Source: an optimization exercise on an open RTL-to-GDS flow (aim: small area and a short achievable clock period). Production flows keep margins and buffers that such runs may drop. Where RTL was checked, it was by simulation tests only, not by an equivalence proof against the original.

Setup of before:
## ocosh_mdu
module ocosh_mdu (
    input  wire        clk,
    input  wire        rst,
    input  wire        start,
    input  wire [4:0]  op,
    input  wire [31:0] a,
    input  wire [31:0] b,
    input  wire        ct,
    output wire        ready,
    output reg         done,
    output wire [31:0] result,
    output wire        dv,
    output wire        sat
);
export LEC_CHECK = 0
export ABC_AREA = 1
export CAP_MARGIN = 20
export CORE_MARGIN = 2
export CORE_UTILIZATION = 40
export SLEW_MARGIN = 20
create_clock -name core_clock -period 11.0 [get_ports {clk}]
standard.sh (not shown) runs the stock make flow with config.mk's settings and CLKGATE_MAP_FILE= SYNTH_SCRIPT=/design/flow/synth_recipe.tcl, a recipe that flattens the netlist after the stock synthesis.
==> flow/flow/run.sh <==
#!/bin/bash
# Standard layout (the standard.sh, unchanged synthesis), with the port
# buffers made from sky130_fd_sc_hd__buf_4 instead of the cell buffer_ports
# picks by itself.
set -euo pipefail
export BUFFER_PORTS_ARGS="-buffer_cell sky130_fd_sc_hd__buf_4"
bash standard.sh > standard.log 2>&1
> inputs changed (before -> after)
--- a/flow/design.v
+++ b/flow/design.v
@@ -11,16 +11,13 @@
     output wire [31:0] result,
     output wire        dv,
     output wire        sat
 );
     reg  [4:0]  cnt;     
     reg  [3:0]  sm1;     
-    reg  [5:0]  la;      
-    reg  [5:0]  lb;      
-    reg         ca;      
-    reg         cb;      
+    reg  [6:0]  dd;      
     reg         sact;    
     reg         nrm;     
     reg         o_mul;   
     reg         o_q;     
     reg         o_lo;    
     reg  [32:0] ra;      
@@ -231,13 +228,13 @@
         end
     endfunction
     wire        pa = &(a[31:1] | ~a[30:0]);
     wire        pb = &(b[31:1] | ~b[30:0]);
     wire [5:0]  len_a = bitlen(a ^ {32{i_an}});
     wire [5:0]  len_b = bitlen(b ^ {32{i_bn}});
-    wire [6:0]  d_diff = {1'b0, la} + {6'h0, ca} - {1'b0, lb} - {6'h0, cb};
+    wire [6:0]  d_diff = dd;
     wire        d_zero = (b == 32'h0);
     wire        d_ovf  = i_ds & (a == 32'h8000_0000) & (b == 32'hFFFF_FFFF);
     wire        d_dv   = d_zero | d_ovf;
     wire        d_triv = dvf | d_diff[6];
     wire [4:0]  d_steps = d_diff[5:1] + 5'd1;        
     wire bs1 = i_bs ? (b[31:7]  == {25{b[31]}}) : (b[31:8]  == 24'h0);
@@ -1305,16 +1302,13 @@
             end
         end
     end
     always @(posedge clk) begin
         rup  <= accept & h_shr & r_up;
         satr <= accept & i_help & hs_sat;
-        la   <= len_a;
-        lb   <= len_b;
-        ca   <= i_an & pa;
-        cb   <= i_bn & pb;
+        dd   <= {1'b0, len_a} + {6'h0, i_an & pa} - {1'b0, len_b} - {6'h0, i_bn & pb};
         bn   <= i_bn;
         dquo <= ~op[1];
         ssgn <= a[31];
         ssth <= h_sat;
     end
     always @(posedge clk) begin
## What came out
Delta (after minus before): met2 global-route usage higher, width of the chip fell by about 0.6%, non-clock buffer count in the final layout moved up, first-pass GRT wire length -about 1.3%, via count of the first global-routing pass decreased 145.
Number of nets in the synthesized netlist for after is lower than for before.
The uppermost layer routed comes out met4 in one run and met5 in the other, namely in before and after respectively.
On period utilization: after sits above before.
Diff before -> after: overall routed net length went down 1400 um, synthesized-area fraction occupied by adder cells moved up.
The RTL of after was laid out without a check of its function.

--- another note on this design; it stands on its own ---

alpha:
## ocosh_mdu
module ocosh_mdu (
    input  wire        clk,
    input  wire        rst,
    input  wire        start,
    input  wire [4:0]  op,
    input  wire [31:0] a,
    input  wire [31:0] b,
    input  wire        ct,
    output wire        ready,
    output reg         done,
    output wire [31:0] result,
    output wire        dv,
    output wire        sat
);
Size in the first run: about 180 flip-flops, ~110 I/O pins.
Settings: LEC_CHECK=0, ABC_AREA=1, CAP_MARGIN=20, CORE_MARGIN=2, CORE_UTILIZATION=40, SLEW_MARGIN=20; clock period 11.0 ns.
standard.sh (not shown) runs the stock make flow with config.mk's settings and CLKGATE_MAP_FILE= SYNTH_SCRIPT=/design/flow/synth_recipe.tcl, a recipe that flattens the netlist after the stock synthesis.
==> flow/flow/run.sh <==
#!/bin/bash
# Standard layout (the standard.sh, unchanged synthesis), with the port
# buffers made from sky130_fd_sc_hd__buf_4 instead of the cell buffer_ports
# picks by itself.
set -euo pipefail
export BUFFER_PORTS_ARGS="-buffer_cell sky130_fd_sc_hd__buf_4"
bash standard.sh > standard.log 2>&1
## Diff of input files: beta against alpha
Settings: CORE_UTILIZATION changed from 40 to 32; PLACE_DENSITY newly set to 0.48.
Findings:
beta: flow completed, timing, DRC and antenna clean. From alpha to beta the numbers moved as follows: clock network area share held; critical path required time went up 0.02 ns; number of global-route vias before repair went up about 0.6%. Summary of beta over alpha: final cell count rose by 238; number of filler instances in the final layout now sits higher; synthesized area ~0 delta; number of antenna violations at the first check in global routing now sits higher. Changes observed in beta relative to alpha: total number of vias fell by 0.55%, tightest hold margin shows an increase of 0.0040 ns. In the tables for alpha and beta, cell area reads higher with beta.

## the reference run
ocosh_mdu again, from the RTL that the note above started with.
==> flow/design.v (excerpt) <==
module ocosh_mdu (
    input  wire        clk,
    input  wire        rst,
    input  wire        start,
    input  wire [4:0]  op,
    input  wire [31:0] a,
    input  wire [31:0] b,
    input  wire        ct,
    output wire        ready,
    output reg         done,
    output wire [31:0] result,
    output wire        dv,
    output wire        sat
);
export LEC_CHECK = 0
export ABC_AREA = 1
export CAP_MARGIN = 20
export CORE_MARGIN = 2
export CORE_UTILIZATION = 25
export PLACE_DENSITY = 0.38
export SLEW_MARGIN = 20
create_clock -name core_clock -period 11.0 [get_ports {clk}]
Scripts as last shown in full above: flow/flow/run.sh
### the reference run -> the trial run
Settings: changing PLACE_DENSITY from 0.38 to 0.44; changing CORE_UTILIZATION from 25 to 32.
--- outcome ---
On post-synthesis to final-layout area growth, the higher figure sits with the reference run, not the trial run.
The reference run → the trial run: clock-buffer cell count roughly the same, design area down 1.4%, number of stages on the worst setup path dropped 2, via count now sits higher.
The uppermost layer routed comes out met4 in one run and met5 in the other, namely in the trial run and the reference run respectively.

## re-timing with driven ports
The flow's constraints put no driver on any port. The routed layouts listed below were extracted and timed again, unchanged, in two steps. Step 1 (the two cells are an assumption about what drives the block):
set clk [get_ports {clk}]
set_driving_cell -lib_cell sky130_fd_sc_hd__clkbuf_16 $clk
set_driving_cell -lib_cell sky130_fd_sc_hd__buf_2 [delete_from_list [all_inputs] $clk]
Step 2 moves the port delays by t, midway between the first and last clock arrival at a register: inputs arrive t later, outputs are due t later. That takes back most of the time a late clock gives input paths. a / b / c = ideal / step 1 / step 2; a / b = the first two.
run	t (ns)	slack for setup (ns)	worst register clock-pin slew, ns	pins driven straight from the clock port
before	0.548	3.118 / 3.118 / 2.802	0.08 / 0.08	1
after	0.558	1.945 / 1.945 / 1.945	0.09 / 0.09	1
alpha	0.583	3.581 / 3.581 / 3.328	0.12 / 0.12	1
beta	0.588	3.912 / 3.912 / 3.413	0.09 / 0.09	1
the reference run	0.631	3.473 / 3.473 / 3.177	0.10 / 0.10	1
the trial run	0.594	3.453 / 3.453 / 3.207	0.09 / 0.09	1
After both steps setup and hold are still met in every run listed. For beta, which loses most, drivers alone change the setup slack by 0.000 ns; drivers and shift together by -0.499 ns.
